From an optimization exercise on the open Yosys and OpenROAD flow, aimed at small area, a short achievable clock period and few clock cycles per item; shortcuts taken in it are not production practice. At most, simulation tests tie the RTL to the original design; equivalence was not proved.

==> garnet <==
## bunting_aes256
module bunting_aes256 (
    input  wire         clk,
    input  wire         rst,         
    input  wire [255:0] key,         
    input  wire         in_valid,
    output wire         in_ready,
    input  wire [127:0] in_block,    
    output reg          out_valid,
    output wire [127:0] out_block    
);
==> module bunting_aes256, before the edit <==
module bunting_aes256 (
    input  wire         clk,
    input  wire         rst,         
    input  wire [255:0] key,         
    input  wire         in_valid,
    output wire         in_ready,
    input  wire [127:0] in_block,    
    output reg          out_valid,
    output wire [127:0] out_block    
);
    reg  [4:0]   cnt;
    reg          edge_q;             
    reg  [3:0]   v;                  
    reg  [127:0] r0, r1, r2, r3;
    reg  [127:0] kx, ky;
    reg  [31:0]  kt;
    assign in_ready  = edge_q;
    assign out_block = r3 ^ kx;
    wire [127:0] s1, m1, s2, m2;
    sub_shift u_s1 (.a(r0), .y(s1));
    mix_ark   u_m1 (.a(r1), .k(ky), .y(m1));
    sub_shift u_s2 (.a(r2), .y(s2));
    mix_ark   u_m2 (.a(r3), .k(kx), .y(m2));
    always @(posedge clk) begin
        r0 <= edge_q ? (in_block ^ key[255:128]) : m2;
        r1 <= s1;
        r2 <= m1;
        r3 <= s2;
    end
    wire [31:0] ks;
    wire [31:0] ks_in = cnt[1] ? kx[31:0] : ky[31:0];
    generate
        genvar i;
        for (i = 0; i < 4; i = i + 1) begin : g_ksub
            aes_sbox u_sbox (.a(ks_in[31 - 8*i -: 8]), .y(ks[31 - 8*i -: 8]));
        end
    endgenerate
    wire [7:0]   rcon = 8'h01 << cnt[4:2];
    wire [31:0]  tx   = {kt[23:16] ^ rcon, kt[15:0], kt[31:24]};
    wire [127:0] bx   = (cnt == 5'd2) ? key[255:128] : kx;
    wire [31:0]  x0   = bx[127:96] ^ tx;
    wire [31:0]  x1   = bx[95:64]  ^ x0;
    wire [31:0]  x2   = bx[63:32]  ^ x1;
    wire [31:0]  x3   = bx[31:0]   ^ x2;
    wire [31:0]  y0   = ky[127:96] ^ kt;
    wire [31:0]  y1   = ky[95:64]  ^ y0;
    wire [31:0]  y2   = ky[63:32]  ^ y1;
    wire [31:0]  y3   = ky[31:0]   ^ y2;
    always @(posedge clk) begin
        kt <= ks;
        if (cnt[1:0] == 2'd2)
            kx <= {x0, x1, x2, x3};
        if (cnt == 5'd0)
            ky <= key[127:0];
        else if (cnt[1:0] == 2'd0)
            ky <= {y0, y1, y2, y3};
    end
    wire       win  = (cnt == 5'd27) || (cnt[4:2] == 3'd0 && cnt[1:0] != 2'd3);
    wire [1:0] slot = cnt[1:0] + 2'd1;       
    reg  [3:0] v_n;
    reg  [4:0] cnt_n;
    always @(*) begin
        v_n = v;
        if (win) v_n[slot] = in_valid;
        if (win && v_n == 4'd0)
            cnt_n = 5'd27;
        else if (cnt == 5'd27)
            cnt_n = 5'd0;
        else
            cnt_n = cnt + 5'd1;
    end
    wire       win_n  = (cnt_n == 5'd27) || (cnt_n[4:2] == 3'd0 && cnt_n[1:0] != 2'd3);
    wire [1:0] slot_n = cnt_n[1:0] + 2'd1;
    always @(posedge clk) begin
        if (rst) begin
            cnt       <= 5'd27;
            edge_q    <= 1'b1;
            v         <= 4'd0;
            out_valid <= 1'b0;
        end else begin
            cnt       <= cnt_n;
            edge_q    <= win_n;
            v         <= v_n;
            out_valid <= win_n && v_n[slot_n];
        end
    end
endmodule
==> module sub_shift, before the edit <==
module sub_shift (
    input  wire [127:0] a,
    output wire [127:0] y
);
    wire [127:0] sb;
    genvar i, c, r;
    generate
        for (i = 0; i < 16; i = i + 1) begin : g_sub
            aes_sbox u_sbox (.a(a[127 - 8*i -: 8]), .y(sb[127 - 8*i -: 8]));
        end
        for (c = 0; c < 4; c = c + 1) begin : g_col
            for (r = 0; r < 4; r = r + 1) begin : g_row
                assign y[127 - 8*(4*c + r) -: 8] = sb[127 - 8*(4*((c + r) % 4) + r) -: 8];
            end
        end
    endgenerate
endmodule
Settings: LEC_CHECK=0, CAP_MARGIN=20, CORE_MARGIN=2, CORE_UTILIZATION=40, SETUP_SLACK_MARGIN=3, SLEW_MARGIN=20, SYNTH_HIERARCHICAL=1, SYNTH_MINIMUM_KEEP_SIZE=0; clock period 7.0 ns.
run.sh (not shown) runs the stock make flow with config.mk's settings and CLKGATE_MAP_FILE= SYNTH_SCRIPT=/design/flow/synth_recipe.tcl, a recipe that flattens the netlist after the stock synthesis.
==> pepper: changes against garnet <==
--- a/flow/design.v
+++ b/flow/design.v
@@ -145,4 +145,188 @@
     g_xnor g_S7 (.a(L6), .b(L23), .y(y[0]));
 endmodule
+module sbox_top (
+    input  wire [7:0] a,
+    output wire [3:0] m,
+    output wire [7:0] t
+);
+    wire U0 = a[7];
+    wire U1 = a[6];
+    wire U2 = a[5];
+    wire U3 = a[4];
+    wire U4 = a[3];
+    wire U5 = a[2];
+    wire U6 = a[1];
+    wire U7 = a[0];
+    wire T1, T2, T3, T4, T5, T6, T7, T8, T9, T10, T11, T12, T13, T14, T15, T16, T17, T18, T19, T20, T21, T22, T23, T24, T25, T26, T27, M1, M2, M3, M4, M5, M6, M7, M8, M9, M10, M11, M12, M13, M14, M15, M16, M17, M18, M19, M20, M21, M22, M23;
+    g_xor g_T1 (.a(U0), .b(U3), .y(T1));
+    g_xor g_T2 (.a(U0), .b(U5), .y(T2));
+    g_xor g_T3 (.a(U0), .b(U6), .y(T3));
+    g_xor g_T4 (.a(U3), .b(U5), .y(T4));
+    g_xor g_T5 (.a(U4), .b(U6), .y(T5));
+    g_xor g_T6 (.a(T1), .b(T5), .y(T6));
+    g_xor g_T7 (.a(U1), .b(U2), .y(T7));
+    g_xor g_T8 (.a(U7), .b(T6), .y(T8));
+    g_xor g_T9 (.a(U7), .b(T7), .y(T9));
+    g_xor g_T10 (.a(T6), .b(T7), .y(T10));
+    g_xor g_T11 (.a(U1), .b(U5), .y(T11));
+    g_xor g_T12 (.a(U2), .b(U5), .y(T12));
+    g_xor g_T13 (.a(T3), .b(T4), .y(T13));
+    g_xor g_T14 (.a(T6), .b(T11), .y(T14));
+    g_xor g_T15 (.a(T5), .b(T11), .y(T15));
+    g_xor g_T16 (.a(T5), .b(T12), .y(T16));
+    g_xor g_T17 (.a(T9), .b(T16), .y(T17));
+    g_xor g_T18 (.a(U3), .b(U7), .y(T18));
+    g_xor g_T19 (.a(T7), .b(T18), .y(T19));
+    g_xor g_T20 (.a(T1), .b(T19), .y(T20));
+    g_xor g_T21 (.a(U6), .b(U7), .y(T21));
+    g_xor g_T22 (.a(T7), .b(T21), .y(T22));
+    g_xor g_T23 (.a(T2), .b(T22), .y(T23));
+    g_xor g_T24 (.a(T2), .b(T10), .y(T24));
+    g_xor g_T25 (.a(T20), .b(T17), .y(T25));
+    g_xor g_T26 (.a(T3), .b(T16), .y(T26));
+    g_xor g_T27 (.a(T1), .b(T12), .y(T27));
+    g_nand g_M1 (.a(T13), .b(T6), .y(M1));
+    g_nand g_M2 (.a(T23), .b(T8), .y(M2));
+    g_xnor g_M3 (.a(T14), .b(M1), .y(M3));
+    g_nand g_M4 (.a(T19), .b(U7), .y(M4));
+    g_xor g_M5 (.a(M4), .b(M1), .y(M5));
+    g_nand g_M6 (.a(T3), .b(T16), .y(M6));
+    g_nand g_M7 (.a(T22), .b(T9), .y(M7));
+    g_xnor g_M8 (.a(T26), .b(M6), .y(M8));
+    g_nand g_M9 (.a(T20), .b(T17), .y(M9));
+    g_xor g_M10 (.a(M9), .b(M6), .y(M10));
+    g_nand g_M11 (.a(T1), .b(T15), .y(M11));
+    g_nand g_M12 (.a(T4), .b(T27), .y(M12));
+    g_xor g_M13 (.a(M12), .b(M11), .y(M13));
+    g_nand g_M14 (.a(T2), .b(T10), .y(M14));
+    g_xor g_M15 (.a(M14), .b(M11), .y(M15));
+    g_xnor g_M16 (.a(M3), .b(M2), .y(M16));
+    g_xor g_M17 (.a(M5), .b(T24), .y(M17));
+    g_xnor g_M18 (.a(M8), .b(M7), .y(M18));
+    g_xor g_M19 (.a(M10), .b(M15), .y(M19));
+    g_xor g_M20 (.a(M16), .b(M13), .y(M20));
+    g_xor g_M21 (.a(M17), .b(M15), .y(M21));
+    g_xor g_M22 (.a(M18), .b(M13), .y(M22));
+    g_xor g_M23 (.a(M19), .b(T25), .y(M23));
+    assign m[0] = M20;
+    assign m[1] = M21;
+    assign m[2] = M22;
+    assign m[3] = M23;
+    assign t[0] = T1;
+    assign t[1] = T10;
+    assign t[2] = T13;
+    assign t[3] = T15;
+    assign t[4] = T16;
+    assign t[5] = T17;
+    assign t[6] = T19;
+    assign t[7] = T2;
+endmodule
+module sbox_bot (
+    input  wire [3:0] m,
+    input  wire [7:0] t,
+    output wire [7:0] y
+);
+    wire M20 = m[0];
+    wire M21 = m[1];
+    wire M22 = m[2];
+    wire M23 = m[3];
+    wire T1 = t[0];
+    wire T10 = t[1];
+    wire T13 = t[2];
+    wire T15 = t[3];
+    wire T16 = t[4];
+    wire T17 = t[5];
+    wire T19 = t[6];
+    wire T2 = t[7];
+    wire T20, T23, T22, T27, T3, T4, T6, T9, T8, U7, M24, M25, M26, M27, M28, M29, M30, M31, M32, M33, M34, M35, M36, M37, M38, M39, M40, M41, M42, M43, M44, M45, M46, M47, M48, M49, M50, M51, M52, M53, M54, M55, M56, M57, M58, M59, M60, M61, M62, M63, L0, L1, L2, L3, L4, L5, L6, L7, L8, L9, L10, L11, L12, L13, L14, L15, L16, L17, L18, L19, L20, L21, L22, L23, L24, L25, L26, L27, L28, L29;
+    g_xor g_T20 (.a(T1), .b(T19), .y(T20));
+    g_xor g_T23 (.a(T13), .b(T19), .y(T23));
+    g_xor g_T22 (.a(T2), .b(T23), .y(T22));
+    g_xor g_T27 (.a(T10), .b(T15), .y(T27));
+    g_xor g_T3 (.a(T20), .b(T22), .y(T3));
+    g_xor g_T4 (.a(T1), .b(T2), .y(T4));
+    g_xor g_T6 (.a(T16), .b(T27), .y(T6));
+    g_xor g_T9 (.a(T16), .b(T17), .y(T9));
+    g_xor g_T8 (.a(T10), .b(T9), .y(T8));
+    g_xor g_U7 (.a(T15), .b(T17), .y(U7));
+    g_xnor g_M24 (.a(M22), .b(M23), .y(M24));
+    g_nand g_M25 (.a(M22), .b(M20), .y(M25));
+    g_xor g_M26 (.a(M21), .b(M25), .y(M26));
+    g_xnor g_M27 (.a(M20), .b(M21), .y(M27));
+    g_xor g_M28 (.a(M23), .b(M25), .y(M28));
+    g_nor g_M29 (.a(M28), .b(M27), .y(M29));
+    g_nor g_M30 (.a(M26), .b(M24), .y(M30));
+    g_nand g_M31 (.a(M20), .b(M23), .y(M31));
+    g_nor g_M32 (.a(M27), .b(M31), .y(M32));
+    g_xor g_M33 (.a(M27), .b(M25), .y(M33));
+    g_nand g_M34 (.a(M21), .b(M22), .y(M34));
+    g_nor g_M35 (.a(M24), .b(M34), .y(M35));
+    g_xor g_M36 (.a(M24), .b(M25), .y(M36));
+    g_xor g_M37 (.a(M21), .b(M29), .y(M37));
+    g_xor g_M38 (.a(M32), .b(M33), .y(M38));
+    g_xor g_M39 (.a(M23), .b(M30), .y(M39));
+    g_xor g_M40 (.a(M35), .b(M36), .y(M40));
+    g_xor g_M41 (.a(M38), .b(M40), .y(M41));
+    g_xor g_M42 (.a(M37), .b(M39), .y(M42));
+    g_xor g_M43 (.a(M37), .b(M38), .y(M43));
+    g_xor g_M44 (.a(M39), .b(M40), .y(M44));
+    g_xor g_M45 (.a(M42), .b(M41), .y(M45));
+    g_nand g_M46 (.a(M44), .b(T6), .y(M46));
+    g_nand g_M47 (.a(M40), .b(T8), .y(M47));
+    g_nand g_M48 (.a(M39), .b(U7), .y(M48));
+    g_nand g_M49 (.a(M43), .b(T16), .y(M49));
+    g_nand g_M50 (.a(M38), .b(T9), .y(M50));
+    g_nand g_M51 (.a(M37), .b(T17), .y(M51));
+    g_nand g_M52 (.a(M42), .b(T15), .y(M52));
+    g_nand g_M53 (.a(M45), .b(T27), .y(M53));
+    g_nand g_M54 (.a(M41), .b(T10), .y(M54));
+    g_nand g_M55 (.a(M44), .b(T13), .y(M55));
+    g_nand g_M56 (.a(M40), .b(T23), .y(M56));
+    g_nand g_M57 (.a(M39), .b(T19), .y(M57));
+    g_nand g_M58 (.a(M43), .b(T3), .y(M58));
+    g_nand g_M59 (.a(M38), .b(T22), .y(M59));
+    g_nand g_M60 (.a(M37), .b(T20), .y(M60));
+    g_nand g_M61 (.a(M42), .b(T1), .y(M61));
+    g_nand g_M62 (.a(M45), .b(T4), .y(M62));
+    g_nand g_M63 (.a(M41), .b(T2), .y(M63));
+    g_xor g_L0 (.a(M61), .b(M62), .y(L0));
+    g_xor g_L1 (.a(M50), .b(M56), .y(L1));
+    g_xor g_L2 (.a(M46), .b(M48), .y(L2));
+    g_xor g_L3 (.a(M47), .b(M55), .y(L3));
+    g_xor g_L4 (.a(M54), .b(M58), .y(L4));
+    g_xor g_L5 (.a(M49), .b(M61), .y(L5));
+    g_xnor g_L6 (.a(M62), .b(L5), .y(L6));
+    g_xnor g_L7 (.a(M46), .b(L3), .y(L7));
+    g_xor g_L8 (.a(M51), .b(M59), .y(L8));
+    g_xor g_L9 (.a(M52), .b(M53), .y(L9));
+    g_xnor g_L10 (.a(M53), .b(L4), .y(L10));
+    g_xnor g_L11 (.a(M60), .b(L2), .y(L11));
+    g_xor g_L12 (.a(M48), .b(M51), .y(L12));
+    g_xnor g_L13 (.a(M50), .b(L0), .y(L13));
+    g_xor g_L14 (.a(M52), .b(M61), .y(L14));
+    g_xnor g_L15 (.a(M55), .b(L1), .y(L15));
+    g_xnor g_L16 (.a(M56), .b(L0), .y(L16));
+    g_xnor g_L17 (.a(M57), .b(L1), .y(L17));
+    g_xnor g_L18 (.a(M58), .b(L8), .y(L18));
+    g_xnor g_L19 (.a(M63), .b(L4), .y(L19));
+    g_xor g_L20 (.a(L0), .b(L1), .y(L20));
+    g_xor g_L21 (.a(L1), .b(L7), .y(L21));
+    g_xor g_L22 (.a(L3), .b(L12), .y(L22));
+    g_xor g_L23 (.a(L18), .b(L2), .y(L23));
+    g_xor g_L24 (.a(L15), .b(L9), .y(L24));
+    g_xor g_L25 (.a(L6), .b(L10), .y(L25));
+    g_xor g_L26 (.a(L7), .b(L9), .y(L26));
+    g_xor g_L27 (.a(L8), .b(L10), .y(L27));
+    g_xor g_L28 (.a(L11), .b(L14), .y(L28));
+    g_xor g_L29 (.a(L11), .b(L17), .y(L29));
+    g_xor g_S0 (.a(L6), .b(L24), .y(y[7]));
+    g_xnor g_S1 (.a(L16), .b(L26), .y(y[6]));
+    g_xnor g_S2 (.a(L19), .b(L28), .y(y[5]));
+    g_xor g_S3 (.a(L6), .b(L21), .y(y[4]));
+    g_xor g_S4 (.a(L20), .b(L22), .y(y[3]));
+    g_xor g_S5 (.a(L25), .b(L29), .y(y[2]));
+    g_xnor g_S6 (.a(L13), .b(L27), .y(y[1]));
+    g_xnor g_S7 (.a(L6), .b(L23), .y(y[0]));
+endmodule
 module bunting_aes256 (
     input  wire         clk,
@@ -155,25 +339,32 @@
     output wire [127:0] out_block    
 );
-    reg  [4:0]   cnt;
-    reg          edge_q;             
-    reg  [3:0]   v;                  
-    reg  [127:0] r0, r1, r2, r3;
+    reg  [2:0]   p, ph;
+    reg          win_q;              
+    reg          ksel;               
+    reg  [5:0]   v;                  
+    reg  [127:0] r0, r2, r3, r5;
+    reg  [191:0] r1, r4;
     reg  [127:0] kx, ky;
     reg  [31:0]  kt;
-    assign in_ready  = edge_q;
-    assign out_block = r3 ^ kx;
+    assign in_ready  = win_q;
+    assign out_block = r5 ^ kx;
+    wire [191:0] t1, t2;
     wire [127:0] s1, m1, s2, m2;
-    sub_shift u_s1 (.a(r0), .y(s1));
-    mix_ark   u_m1 (.a(r1), .k(ky), .y(m1));
-    sub_shift u_s2 (.a(r2), .y(s2));
-    mix_ark   u_m2 (.a(r3), .k(kx), .y(m2));
+    sub_top   u_t1 (.a(r0), .y(t1));
+    sub_bot   u_b1 (.a(r1), .y(s1));
+    mix_ark   u_m1 (.a(r2), .k(ky), .y(m1));
+    sub_top   u_t2 (.a(r3), .y(t2));
+    sub_bot   u_b2 (.a(r4), .y(s2));
+    mix_ark   u_m2 (.a(r5), .k(kx), .y(m2));
     always @(posedge clk) begin
-        r0 <= edge_q ? (in_block ^ key[255:128]) : m2;
-        r1 <= s1;
-        r2 <= m1;
-        r3 <= s2;
+        r0 <= win_q ? (in_block ^ key[255:128]) : m2;
+        r1 <= t1;
+        r2 <= s1;
+        r3 <= m1;
+        r4 <= t2;
+        r5 <= s2;
     end
     wire [31:0] ks;
-    wire [31:0] ks_in = cnt[1] ? kx[31:0] : ky[31:0];
+    wire [31:0] ks_in = ksel ? kx[31:0] : ky[31:0];
     generate
         genvar i;
@@ -182,7 +373,7 @@
         end
     endgenerate
-    wire [7:0]   rcon = 8'h01 << cnt[4:2];
+    wire [7:0]   rcon = 8'h01 << p;
     wire [31:0]  tx   = {kt[23:16] ^ rcon, kt[15:0], kt[31:24]};
-    wire [127:0] bx   = (cnt == 5'd2) ? key[255:128] : kx;
+    wire [127:0] bx   = (p == 3'd0) ? key[255:128] : kx;
     wire [31:0]  x0   = bx[127:96] ^ tx;
     wire [31:0]  x1   = bx[95:64]  ^ x0;
@@ -195,36 +386,40 @@
     always @(posedge clk) begin
         kt <= ks;
-        if (cnt[1:0] == 2'd2)
+        if (ph == 3'd4)
             kx <= {x0, x1, x2, x3};
-        if (cnt == 5'd0)
-            ky <= key[127:0];
-        else if (cnt[1:0] == 2'd0)
-            ky <= {y0, y1, y2, y3};
+        if (ph == 3'd1)
+            ky <= (p == 3'd0) ? key[127:0] : {y0, y1, y2, y3};
     end
-    wire       win  = (cnt == 5'd27) || (cnt[4:2] == 3'd0 && cnt[1:0] != 2'd3);
-    wire [1:0] slot = cnt[1:0] + 2'd1;       
-    reg  [3:0] v_n;
-    reg  [4:0] cnt_n;
+    wire       last = (p == 3'd6) && (ph == 3'd5);
+    wire       win  = last || (p == 3'd0 && ph != 3'd5);
+    wire [2:0] slot = last ? 3'd0 : ph + 3'd1;    
+    reg  [5:0] v_n;
+    reg  [2:0] p_n, ph_n;
     always @(*) begin
         v_n = v;
         if (win) v_n[slot] = in_valid;
-        if (win && v_n == 4'd0)
-            cnt_n = 5'd27;
-        else if (cnt == 5'd27)
-            cnt_n = 5'd0;
-        else
-            cnt_n = cnt + 5'd1;
+        if (win && v_n == 6'd0) begin
+            p_n = 3'd6; ph_n = 3'd5;
+        end else if (ph == 3'd5) begin
+            p_n = last ? 3'd0 : p + 3'd1; ph_n = 3'd0;
+        end else begin
+            p_n = p; ph_n = ph + 3'd1;
+        end
     end
-    wire       win_n  = (cnt_n == 5'd27) || (cnt_n[4:2] == 3'd0 && cnt_n[1:0] != 2'd3);
-    wire [1:0] slot_n = cnt_n[1:0] + 2'd1;
+    wire       last_n = (p_n == 3'd6) && (ph_n == 3'd5);
+    wire       win_n  = last_n || (p_n == 3'd0 && ph_n != 3'd5);
+    wire [2:0] slot_n = last_n ? 3'd0 : ph_n + 3'd1;
     always @(posedge clk) begin
+        ksel <= (ph_n == 3'd0);
         if (rst) begin
-            cnt       <= 5'd27;
-            edge_q    <= 1'b1;
-            v         <= 4'd0;
+            p         <= 3'd6;
+            ph        <= 3'd5;
+            win_q     <= 1'b1;
+            v         <= 6'd0;
             out_valid <= 1'b0;
         end else begin
-            cnt       <= cnt_n;
-            edge_q    <= win_n;
+            p         <= p_n;
+            ph        <= ph_n;
+            win_q     <= win_n;
             v         <= v_n;
             out_valid <= win_n && v_n[slot_n];
@@ -232,6 +427,17 @@
     end
 endmodule
-module sub_shift (
+module sub_top (
     input  wire [127:0] a,
+    output wire [191:0] y
+);
+    genvar i;
+    generate
+        for (i = 0; i < 16; i = i + 1) begin : g_sub
+            sbox_top u_sbox (.a(a[127 - 8*i -: 8]), .m(y[191 - 12*i -: 4]), .t(y[187 - 12*i -: 8]));
+        end
+    endgenerate
+endmodule
+module sub_bot (
+    input  wire [191:0] a,
     output wire [127:0] y
 );
@@ -240,5 +446,5 @@
     generate
         for (i = 0; i < 16; i = i + 1) begin : g_sub
-            aes_sbox u_sbox (.a(a[127 - 8*i -: 8]), .y(sb[127 - 8*i -: 8]));
+            sbox_bot u_sbox (.m(a[191 - 12*i -: 4]), .t(a[187 - 12*i -: 8]), .y(sb[127 - 8*i -: 8]));
         end
         for (c = 0; c < 4; c = c + 1) begin : g_col
--- a/flow/config.mk
+++ b/flow/config.mk
@@ -9,5 +9,4 @@
 export CORE_MARGIN = 2
 export CORE_UTILIZATION = 40
-export SETUP_SLACK_MARGIN = 3
 export SLEW_MARGIN = 20
 export SYNTH_HIERARCHICAL = 1
==> amber: changes against garnet <==
--- a/flow/config.mk
+++ b/flow/config.mk
@@ -9,5 +9,4 @@
 export CORE_MARGIN = 2
 export CORE_UTILIZATION = 40
-export SETUP_SLACK_MARGIN = 3
 export SLEW_MARGIN = 20
 export SYNTH_HIERARCHICAL = 1
==> impl_metrics.tcl <==
set metrics [dict create \
    final_cells 12680 \
    use_met2_pct 52.46 \
    syn_area_per_cell_um2 9.048 \
    final-nonclk-buf-share_pct 15.05 \
    cp.arrival_ns 5.71 \
    stdcell_area_mm2 0.1266 \
    synth_commonest_cells "xor2_1 (4087), nand2_1 (1134), xnor2_1 (1061)" \
    grt_use_met1_pct 38.34 \
    status "no timing/DRC/antenna violations" \
    final_nets 10600 \
    yosys.area_share.simple_pct 8.338 \
    buffers 2080 \
]
The numbers above come from garnet.

==> impl_metrics.tcl <==
set metrics [dict create \
    grt_use_met1_pct 34.73 \
    final.setup.worst_slack_ns 0.7168 \
    buffers 554 \
    syn_area_per_cell_um2 9.048 \
    cp.arrival_ns 6.94 \
    synth_commonest_cells "xor2_1 (4087), nand2_1 (1134), xnor2_1 (1061)" \
    routed_wl_um 282000 \
    status "no timing/DRC/antenna violations" \
    stdcell_area_mm2 0.08508 \
    use_met2_pct 48.61 \
    yosys.area_share.simple_pct 8.338 \
    final_cells 11150 \
]
The numbers above come from amber.

==> impl_metrics.tcl <==
set metrics [dict create \
    use_met2_pct 45.89 \
    syn_area_per_cell_um2 9.507 \
    buffers 549 \
    status "no timing/DRC/antenna violations" \
    grt_use_met1_pct 35.68 \
    yosys.area_share.simple_pct 6.946 \
    final_nets 9682 \
]
The numbers above come from pepper.

Testbench counts of garnet, summed over its fixed seeds: cycles 11,232, blocks 1,600.
Testbench counts of amber, summed over its fixed seeds: cycles 11,232, blocks 1,600.
The RTL of pepper was laid out without a check of its function.

-- afterwards: timing with drivers on the ports --
How much do the figures lean on ideal ports? The routed layouts below were timed once more, with nothing changed but the port constraints. Step 1 (the two cells are an assumption about what drives the block):
set clk [get_ports {clk}]
set_driving_cell -lib_cell sky130_fd_sc_hd__clkbuf_16 $clk
set_driving_cell -lib_cell sky130_fd_sc_hd__buf_2 [delete_from_list [all_inputs] $clk]
Step 2, shift: input delay + t, output delay - t, t = (earliest + latest rising clock arrival at the registers) / 2. This alone moves slack from input paths to output paths. Three values: no drivers, after step 1, after step 2; two values: the first two.
run	t, ns	setup slack, ns	worst hold slack (ns)	worst slew at a driven data input, ns	pins driven straight from the clock port
garnet	0.843	1.982 / 1.982 / 1.982	0.521 / 0.521 / 0.521	0.16	1
pepper	0.885	0.987 / 0.987 / 0.987	0.589 / 0.589 / 0.589	0.12	1
amber	0.791	0.717 / 0.717 / 0.717	0.572 / 0.572 / 0.572	0.14	1
After both steps setup and hold are still met in every run listed.
